This is an optimization exercise on Yosys and OpenROAD, whose aim is small area and a short achievable clock period, not a production implementation.
Where RTL was checked, it was by simulation tests only, not by an equivalence proof against the original.
No activity file was given, so power comes from the tool's default toggle rates.

== old ==
==> flow/design.v (excerpt) <==
module map_xlate (
    input  wire        clk,
    input  wire        rst,             
    input  wire        cfg_we,
    input  wire [4:0]  cfg_addr,
    input  wire [63:0] cfg_wdata,
    input  wire        req_valid,
    input  wire [39:0] req_addr,
    input  wire        req_kt3,
    output reg         resp_valid,
    output reg  [4:0]  resp_column,
    output reg  [15:0] resp_row,
    output reg  [3:0]  resp_bank,
    output reg  [1:0]  resp_rank,
    output reg  [3:0]  resp_channel,
    output reg  [2:0]  resp_stack,
    output reg  [3:0]  resp_region,
    output reg         resp_unmapped
);
    localparam NREG  = 16;
    localparam NMASK = 13;
    localparam K     = 3;      
    integer n, j;
    reg        rg_mode  [0:NREG-1];
    reg [3:0]  rg_size  [0:NREG-1];    
    reg [9:0]  rg_base  [0:NREG-1];
    reg [9:0]  rg_rb    [0:NREG-1];
    reg        rg_lock  [0:NREG-1];
    reg [17:0] mk_mask  [0:NMASK-1];   
    reg        mk_lock  [0:NMASK-1];
    wire [3:0] d_size = cfg_wdata[7:4];
    wire [9:0] d_szm  = (10'd1 << d_size) - 10'd1;
    wire       d_wf   = (d_size <= 4'd10) && ((cfg_wdata[25:16] & d_szm) == 10'd0)
                                          && ((cfg_wdata[41:32] & d_szm) == 10'd0);
    wire [3:0] d_code = !cfg_wdata[0]    ? 4'd15 :
                        (d_size > 4'd10) ? 4'd10 : d_size;
    wire [3:0]  w_code = rst ? 4'd15  : d_code;
    wire [9:0]  w_rb   = rst ? 10'd0  : {cfg_wdata[41:33], cfg_wdata[32] | !d_wf};
    wire [63:0] w_d    = rst ? 64'd0  : cfg_wdata;
    always @(posedge clk) begin
  ...
Size: roughly 820 flip-flops, about 150 I/O pins.
==> flow/config.mk <==
export PLATFORM = sky130hd
export DESIGN_NAME = map_xlate
export DESIGN_NICKNAME = map_xlate
export VERILOG_FILES = /design/flow/design.v
export SDC_FILE = /design/flow/constraint.sdc
export NUM_CORES = 4
export LEC_CHECK = 0
export ABC_AREA = 1
export CAP_MARGIN = 20
export CORE_MARGIN = 2
export CORE_UTILIZATION = 55
export SLEW_MARGIN = 20
==> flow/constraint.sdc <==
create_clock -name core_clock -period 16.0 [get_ports {clk}]
set_input_delay 3.2000 -clock core_clock [delete_from_list [all_inputs] [get_ports {clk}]]
set_output_delay 3.2000 -clock core_clock [all_outputs]
set_load 0.01 [all_outputs]
standard.sh (not shown) runs the stock make flow with config.mk's settings and CLKGATE_MAP_FILE= SYNTH_SCRIPT=/design/flow/synth_recipe.tcl, a recipe that flattens the netlist after the stock synthesis.
==> flow/flow/run.sh <==
#!/bin/bash
# Layout flow: the standard flow (standard.sh: the standard synthesis and
# ORFS steps), with one change: the buffers that ORFS puts on every input and
# output port are sky130_fd_sc_hd__buf_2 instead of the slow delay cell
# (clkdlybuf4s50_1) that buffer_ports picks by default. Every port still gets
# its own buffer. The full output of the run goes to flow_standard.log here;
# each ORFS step keeps its own log under orfs/logs.
set -euo pipefail
bash standard.sh "BUFFER_PORTS_ARGS=-buffer_cell sky130_fd_sc_hd__buf_2" finish > flow_standard.log 2>&1
old closes out successfully: all stages finished, all timing, DRC and antenna checks passed.
--- input diff old..new ---
Settings: ABC_AREA removed (was 1).
### Flow results
When new is measured against old, its post-layout minimum cycle time turns out 0.13 ns higher.
For old, the highest metal layer with signal wires was met4, unlike new, where it was met5.
Wire length on met3 (new vs. old) increases by more than a quarter
For routability congestion estimate from global placement, dividing the value from old by the value from new gives 1.07.
Diff old..new | total number of sequential cells | unchanged
Looking at area overhead of the layout relative to synthesis across new and old, the one that comes out higher is new.
new -> old: final count of pins violating max slew delta 0, exact match
No functional check of the RTL was part of any run of this note.


The RTL this note starts from:
==> flow/design.v <==
module map_xlate (
    input  wire        clk,
    input  wire        rst,             
    input  wire        cfg_we,
    input  wire [4:0]  cfg_addr,
    input  wire [63:0] cfg_wdata,
    input  wire        req_valid,
    input  wire [39:0] req_addr,
    input  wire        req_kt3,
    output reg         resp_valid,
    output reg  [4:0]  resp_column,
    output reg  [15:0] resp_row,
    output reg  [3:0]  resp_bank,
    output reg  [1:0]  resp_rank,
    output reg  [3:0]  resp_channel,
    output reg  [2:0]  resp_stack,
    output reg  [3:0]  resp_region,
    output reg         resp_unmapped
);
    localparam NREG  = 16;
    localparam NMASK = 13;
    localparam K     = 2;      
    integer n, j;
    reg        rg_mode  [0:NREG-1];
    reg [3:0]  rg_size  [0:NREG-1];    
    reg [9:0]  rg_nb    [0:NREG-1];    
    reg [9:0]  rg_rb    [0:NREG-1];
    reg        rg_lock  [0:NREG-1];
    reg [17:0] mk_mask  [0:NMASK-1];   
    reg        mk_lock  [0:NMASK-1];
    wire [3:0] w_size = cfg_wdata[7:4];
    wire [3:0] w_code = rst             ? 4'd15 :
                        !cfg_wdata[0]   ? 4'd15 :
                        (w_size > 4'd10) ? 4'd10 : w_size;
    wire       w_lock = !rst && cfg_wdata[63];
    reg [NREG-1:0]  en_r;
    reg [NMASK-1:0] en_m;
    always @* begin
        for (n = 0; n < NREG; n = n + 1)
            en_r[n] = cfg_we && cfg_addr == n && !rg_lock[n];
        for (n = 0; n < NMASK; n = n + 1)
            en_m[n] = cfg_we && cfg_addr == NREG + n && !mk_lock[n];
    end
    always @(posedge clk) begin
        for (n = 0; n < NREG; n = n + 1) begin
            if (rst || en_r[n]) begin
                rg_size[n]      <= w_code;
                rg_nb[n][1:0]   <= ~cfg_wdata[17:16];
                rg_lock[n]      <= w_lock;
            end
        end
        for (n = 0; n < NMASK; n = n + 1) begin
            if (rst || en_m[n])
                mk_lock[n] <= w_lock;
        end
    end
    reg                 c_rst;
    reg [NREG-1:0]      c_en_r;
    reg [NMASK-1:0]     c_en_m;
    reg [63:0]          c_d;           
    always @(posedge clk) begin
        c_rst  <= rst;
        c_en_r <= rst ? {NREG{1'b0}}  : en_r;
        c_en_m <= rst ? {NMASK{1'b0}} : en_m;
        c_d    <= cfg_wdata;
    end
    wire [3:0] c_size = c_d[7:4];
    wire [9:0] c_szm  = (10'd1 << c_size) - 10'd1;
    wire       c_wf   = (c_size <= 4'd10) && ((c_d[25:16] & c_szm) == 10'd0)
                                          && ((c_d[41:32] & c_szm) == 10'd0);
    always @(posedge clk) begin
        for (n = 0; n < NREG; n = n + 1) begin
            if (c_en_r[n]) begin
                rg_mode[n]      <= c_d[1];
                rg_nb[n][9:2]   <= ~c_d[25:18];
                rg_rb[n]        <= {c_d[41:33], c_d[32] | !c_wf};
            end
        end
        for (n = 0; n < NMASK; n = n + 1) begin
            if (c_rst || c_en_m[n])
                mk_mask[n] <= c_rst ? 18'd0 : c_d[38:21];
        end
    end
    reg [9:0] tm [0:NREG-1];
    always @* begin
        for (n = 0; n < NREG; n = n + 1)
            for (j = 0; j < 10; j = j + 1)
                tm[n][j] = (j < rg_size[n]);
    end
    wire [9:0] x0 = req_addr[38:29];
    reg [15:0] c0_d, z0_d;
    reg        c, z, dj;
    always @* begin
        for (n = 0; n < NREG; n = n + 1) begin
            c = 1'b1;
            z = 1'b1;
            for (j = 0; j < K; j = j + 1) begin
                dj = x0[j] ^ rg_nb[n][j] ^ c;
                c  = (x0[j] & rg_nb[n][j]) | ((x0[j] | rg_nb[n][j]) & c);
                z  = z & (!dj | tm[n][j]);
            end
            c0_d[n] = c;
            z0_d[n] = z;
        end
    end
    reg        q_v;
    reg [39:5] q_a;
    reg        q_k;
    reg [15:0] q_c, q_z;
    always @(posedge clk) begin
        q_v <= req_valid & ~rst;
        q_a <= req_addr[39:5];
        q_k <= req_kt3;
        q_c <= c0_d;
        q_z <= z0_d;
    end
    wire [9:0] x1 = q_a[38:29];
    reg [15:0] hit_d;
    reg        c1, z1, dj1;
    always @* begin
        for (n = 0; n < NREG; n = n + 1) begin
            c1 = q_c[n];
            z1 = q_z[n];
            for (j = K; j < 10; j = j + 1) begin
                dj1 = x1[j] ^ rg_nb[n][j] ^ c1;
                c1 = (x1[j] & rg_nb[n][j]) | ((x1[j] | rg_nb[n][j]) & c1);
                z1 = z1 & (!dj1 | tm[n][j]);
            end
            hit_d[n] = !q_a[39] && (rg_size[n] != 4'd15) && c1 && z1;
        end
    end
    reg        p_v;
    reg [38:5] p_a;
    reg        p_k;
    reg [15:0] hit;
    always @(posedge clk) begin
        p_v <= q_v & ~rst;
        p_a <= q_a[38:5];
        p_k <= q_k;
        hit <= hit_d;
    end
    reg        any, multi;
    reg        s_mode;
    reg [3:0]  s_size, s_reg;
    reg [9:0]  s_rb;
    always @* begin
        any = 1'b0; multi = 1'b0;
        s_mode = 1'b0; s_size = 4'd0; s_rb = 10'd0; s_reg = 4'd0;
        for (n = 0; n < NREG; n = n + 1) begin
            multi  = multi | (any & hit[n]);
            any    = any | hit[n];
            s_mode = s_mode | (hit[n] & rg_mode[n]);
            s_size = s_size | ({4{hit[n]}} & rg_size[n]);
            s_rb   = s_rb   | ({10{hit[n]}} & rg_rb[n]);
            s_reg  = s_reg  | ({4{hit[n]}} & n[3:0]);
        end
    end
    wire s_wf   = (s_size == 4'd0) || !s_rb[0];
    wire mapped = any && !multi && s_wf;      
    reg [9:0] t;
    always @* for (j = 0; j < 10; j = j + 1) t[j] = (j < s_size);
    wire [17:0] a_m = p_a[38:21] & {18{~p_k}};
    reg  [12:0] selbits;
    always @* begin
        for (n = 0; n < NMASK; n = n + 1)
            selbits[n] = p_a[8 + n] ^ (p_k & p_a[23 + n]) ^ (^(a_m & mk_mask[n]));
    end
    wire [22:0] a_sh = p_a[38:16] >> s_size;
    wire [12:0] ord  = a_sh[12:0];
    wire [15:0] ra  = s_mode ? p_a[25:10] : p_a[38:23];
    wire [15:0] row = {(ra[15:6] & t) | s_rb, ra[5:0]};
    always @(posedge clk) begin
        resp_valid    <= p_v & ~rst;
        resp_unmapped <= !mapped;
        resp_region   <= mapped ? s_reg : 4'd0;
        resp_row      <= mapped ? row : 16'd0;
        resp_column   <= mapped ? (s_mode ? p_a[9:5] : {p_a[22:21], p_a[7:5]}) : 5'd0;
        resp_channel  <= mapped ? (s_mode ? ord[9:6]   : selbits[3:0])  : 4'd0;
        resp_stack    <= mapped ? (s_mode ? ord[12:10] : selbits[6:4])  : 3'd0;
        resp_bank     <= mapped ? (s_mode ? ord[3:0]   : selbits[10:7]) : 4'd0;
        resp_rank     <= mapped ? (s_mode ? ord[5:4]   : selbits[12:11]): 2'd0;
    end
endmodule
export LEC_CHECK = 0
export CAP_MARGIN = 20
export CORE_MARGIN = 2
export CORE_UTILIZATION = 55
export SLEW_MARGIN = 45
create_clock -name core_clock -period 16.0 [get_ports {clk}]
==> flow/flow/run.sh <==
#!/bin/bash
# Layout flow: the standard flow (standard.sh: the standard synthesis and
# ORFS steps) with two changes:
# - the buffers that ORFS puts on every input and output port are
#   sky130_fd_sc_hd__buf_4 instead of the slow delay cell (clkdlybuf4s50_1)
#   that buffer_ports picks by default; every port still gets its own buffer;
# - clock tree synthesis runs with ORFS's default arguments plus
#   -dont_use_dummy_load (no dead clock loads) and sinks clustered
#   by up to 20 within 80 um.
# The full output of the run goes to flow_standard.log here; each ORFS step
# keeps its own log under orfs/logs.
set -euo pipefail
bash standard.sh \
  "BUFFER_PORTS_ARGS=-buffer_cell sky130_fd_sc_hd__buf_4" \
  "CTS_ARGS=-sink_clustering_enable -repair_clock_nets -dont_use_dummy_load -sink_clustering_size 20 -sink_clustering_max_diameter 80" \
  finish > flow_standard.log 2>&1
The first run completed without violations.
Next try:
CORE_UTILIZATION = 68   (was 55)
SLEW_MARGIN = 55   (was 45)
Count of clock-buffer cells in the layout is lower by 1.
Power is lower by 0.50%.
Wire length is lower by about 3%.
Final area is lower by about 0.6%.
Sequential share of layout area is higher by 0.38 points.
Sequential cell count does not change.
Clock power is lower by about 3%.
Worst hold slack improves by 0.025 ns.
Clock skew is higher by 0.018 ns.
Die area is lower by about 19%.
Critical path depth does not change.
Next try:
CORE_UTILIZATION = 55   (was 68)
=> Global-route usage goes down by 6.1 points; combinational power hardly moves; critical path depth does not change; wire length goes up by 3.1%; worst hold slack gains 0.0041 ns; synthesized area is unchanged.


== v6 ==
Another version of the RTL of map_xlate (not shown whole).
Size: ~2700 cells after synthesis, about 37000 um2 of cells after synthesis.
==> flow/config.mk <==
export PLATFORM = sky130hd
export DESIGN_NAME = map_xlate
export DESIGN_NICKNAME = map_xlate
export VERILOG_FILES = /design/flow/design.v
export SDC_FILE = /design/flow/constraint.sdc
export NUM_CORES = 4
export LEC_CHECK = 0
export CAP_MARGIN = 20
export CORE_MARGIN = 2
export CORE_UTILIZATION = 55
export SLEW_MARGIN = 60
==> flow/constraint.sdc <==
create_clock -name core_clock -period 16.0 [get_ports {clk}]
set_input_delay 3.2000 -clock core_clock [delete_from_list [all_inputs] [get_ports {clk}]]
set_output_delay 3.2000 -clock core_clock [all_outputs]
set_load 0.01 [all_outputs]
==> flow/flow/run.sh <==
#!/bin/bash
# Layout flow: the standard flow (standard.sh: the standard synthesis and
# ORFS steps) with two changes:
# - the buffers that ORFS puts on every input and output port are
#   sky130_fd_sc_hd__buf_4 instead of the slow delay cell (clkdlybuf4s50_1)
#   that buffer_ports picks by default; every port still gets its own buffer;
# - clock tree synthesis runs with ORFS's default arguments plus
#   -dont_use_dummy_load, so no dead clock loads are added.
# The full output of the run goes to flow_standard.log here; each ORFS step
# keeps its own log under orfs/logs.
set -euo pipefail
bash standard.sh \
  "BUFFER_PORTS_ARGS=-buffer_cell sky130_fd_sc_hd__buf_4" \
  "CTS_ARGS=-sink_clustering_enable -repair_clock_nets -dont_use_dummy_load" \
  finish > flow_standard.log 2>&1
Setup changes, v6 to v7
diff --git a/flow/flow/run.sh b/flow/flow/run.sh
--- a/flow/flow/run.sh
+++ b/flow/flow/run.sh
@@ -7,3 +7,4 @@
 # - clock tree synthesis runs with ORFS's default arguments plus
-#   -dont_use_dummy_load, so no dead clock loads are added.
+#   -dont_use_dummy_load (no dead clock loads) and sinks clustered
+#   by up to 20 within 80 um.
 # The full output of the run goes to flow_standard.log here; each ORFS step
@@ -13,3 +14,3 @@
   "BUFFER_PORTS_ARGS=-buffer_cell sky130_fd_sc_hd__buf_4" \
-  "CTS_ARGS=-sink_clustering_enable -repair_clock_nets -dont_use_dummy_load" \
+  "CTS_ARGS=-sink_clustering_enable -repair_clock_nets -dont_use_dummy_load -sink_clustering_size 20 -sink_clustering_max_diameter 80" \
   finish > flow_standard.log 2>&1
Notes after the runs:
v7: done, clean on timing, DRC and antenna. ~same met1 usage in v7 and v6. Going from v6 to v7, the met2 track demand over resource was found to have gone down by 0.49 points. Compared with v6, in v7 count of clock-buffer cells in the layout now smaller; post-route worst hold slack comparable. Compared with v6, in v7 share of the final layout cell area in sequential cells now larger, internal power now smaller, routed wire length per instance comparable.
No run of this note included a check of the RTL's function; only the layout flow was run.


== the reference run ==
map_xlate, a different RTL version from the one above (not shown whole).
For scale: ~3700 cells after synthesis, roughly 830 flip-flops, ~150 I/O pins, ~41000 um2 of cells after synthesis.
Design map_xlate, start of the top module:
module map_xlate (
    input  wire        clk,
    input  wire        rst,             
    input  wire        cfg_we,
    input  wire [4:0]  cfg_addr,
    input  wire [63:0] cfg_wdata,
    input  wire        req_valid,
    input  wire [39:0] req_addr,
    input  wire        req_kt3,
    output reg         resp_valid,
    output reg  [4:0]  resp_column,
    output reg  [15:0] resp_row,
    output reg  [3:0]  resp_bank,
    output reg  [1:0]  resp_rank,
    output reg  [3:0]  resp_channel,
    output reg  [2:0]  resp_stack,
    output reg  [3:0]  resp_region,
    output reg         resp_unmapped
);
clock: 16.0 ns
lec_check: 0
cap_margin: 20
core_margin: 2
core_utilization: 40
slew_margin: 20
run.sh (not shown) runs the stock make flow with config.mk's settings and CLKGATE_MAP_FILE= SYNTH_SCRIPT=/design/flow/synth_recipe.tcl, a recipe that flattens the netlist after the stock synthesis.
Stock flow here: none of the scripts above is used.
For the trial run, these inputs were changed with respect to the reference run:
- putting CTS_CLUSTER_SIZE at 24 where nothing was set
- swapping 40 for 55 in CORE_UTILIZATION
- putting CTS_BUF_LIST at sky130_fd_sc_hd__clkbuf_8 where nothing was set
==> flow/flow/run.sh (new file) <==
#!/bin/bash
# Layout flow: the standard flow (standard.sh: the standard synthesis and
# ORFS steps), with one change: the buffers that ORFS puts on every input and
# output port are sky130_fd_sc_hd__buf_2 instead of the slow delay cell
# (clkdlybuf4s50_1) that buffer_ports picks by default. Every port still gets
# its own buffer. The full output of the run goes to flow_standard.log here;
# each ORFS step keeps its own log under orfs/logs.
set -euo pipefail
bash standard.sh "BUFFER_PORTS_ARGS=-buffer_cell sky130_fd_sc_hd__buf_2" finish > flow_standard.log 2>&1
==> flow/standard.sh (new file) <==
#!/bin/bash
# synth_recipe.tcl (not shown) runs the flow's synth.tcl, then flattens the netlist and writes it again
# the make line also repeats each setting of config.mk as NAME=value (left out here)
make -C /OpenROAD-flow-scripts/flow DESIGN_CONFIG=/design/flow/config.mk WORK_HOME=/design/flow/orfs CLKGATE_MAP_FILE= SYNTH_SCRIPT=/design/flow/synth_recipe.tcl "${@:-finish}"
removed: flow/run.sh
==> comparison <==
- The reference run → the trial run: final-layout worst hold slack shows no meaningful change, layout clock buffer count higher, ratio of final minimum period to clock period now smaller.
- Met2 track demand over resource in global routing in the trial run vs the reference run: up 14 points
Function was not checked in any run of this note: the RTL went through the layout flow alone.

-- re-timing with driven ports --
Ports are ideal in the flow. The routed layouts listed here were re-timed in OpenROAD. Step 1 (the two cells are an assumption about what drives the block):
set clk [get_ports {clk}]
set_driving_cell -lib_cell sky130_fd_sc_hd__clkbuf_16 $clk
set_driving_cell -lib_cell sky130_fd_sc_hd__buf_2 [delete_from_list [all_inputs] $clk]
Step 2 moves the port delays by t, midway between the first and last clock arrival at a register: inputs arrive t later, outputs are due t later. That takes back most of the time a late clock gives input paths. a / b / c = no drivers / after step 1 / after step 2; a / b = the first two.
run	t (ns)	setup WS [ns]	worst setup path at the end	latest minus earliest clock arrival (ns)	slew at the worst register clock pin (ns)
old	0.696	10.964 / 11.011 / 10.315	input to register	0.027 / 0.027	0.06 / 0.06
new	0.675	10.833 / 10.878 / 10.203	input to register	0.027 / 0.027	0.07 / 0.07
the first run of note 2	0.679	11.708 / 11.644 / 11.069	input to register	0.064 / 0.065	0.09 / 0.09
the second run of note 2	0.666	11.522 / 11.461 / 11.043	input to register	0.086 / 0.086	0.09 / 0.09
the third run of note 2	0.669	11.707 / 11.642 / 11.097	input to register	0.061 / 0.061	0.09 / 0.09
v6	0.678	11.505 / 11.528 / 10.850	input to register	0.073 / 0.073	0.06 / 0.06
v7	0.674	11.469 / 11.490 / 10.815	input to register	0.090 / 0.089	0.09 / 0.09
the reference run	0.732	11.203 / 11.139 / 11.870	register to output	0.041 / 0.041	0.06 / 0.06
the trial run	0.857	11.458 / 11.390 / 11.958	register to register	0.050 / 0.050	0.07 / 0.07
After both steps every run listed still meets setup and hold. The setup slack of v6, which loses most, moves by +0.023 ns with the drivers and by -0.655 ns with both steps.
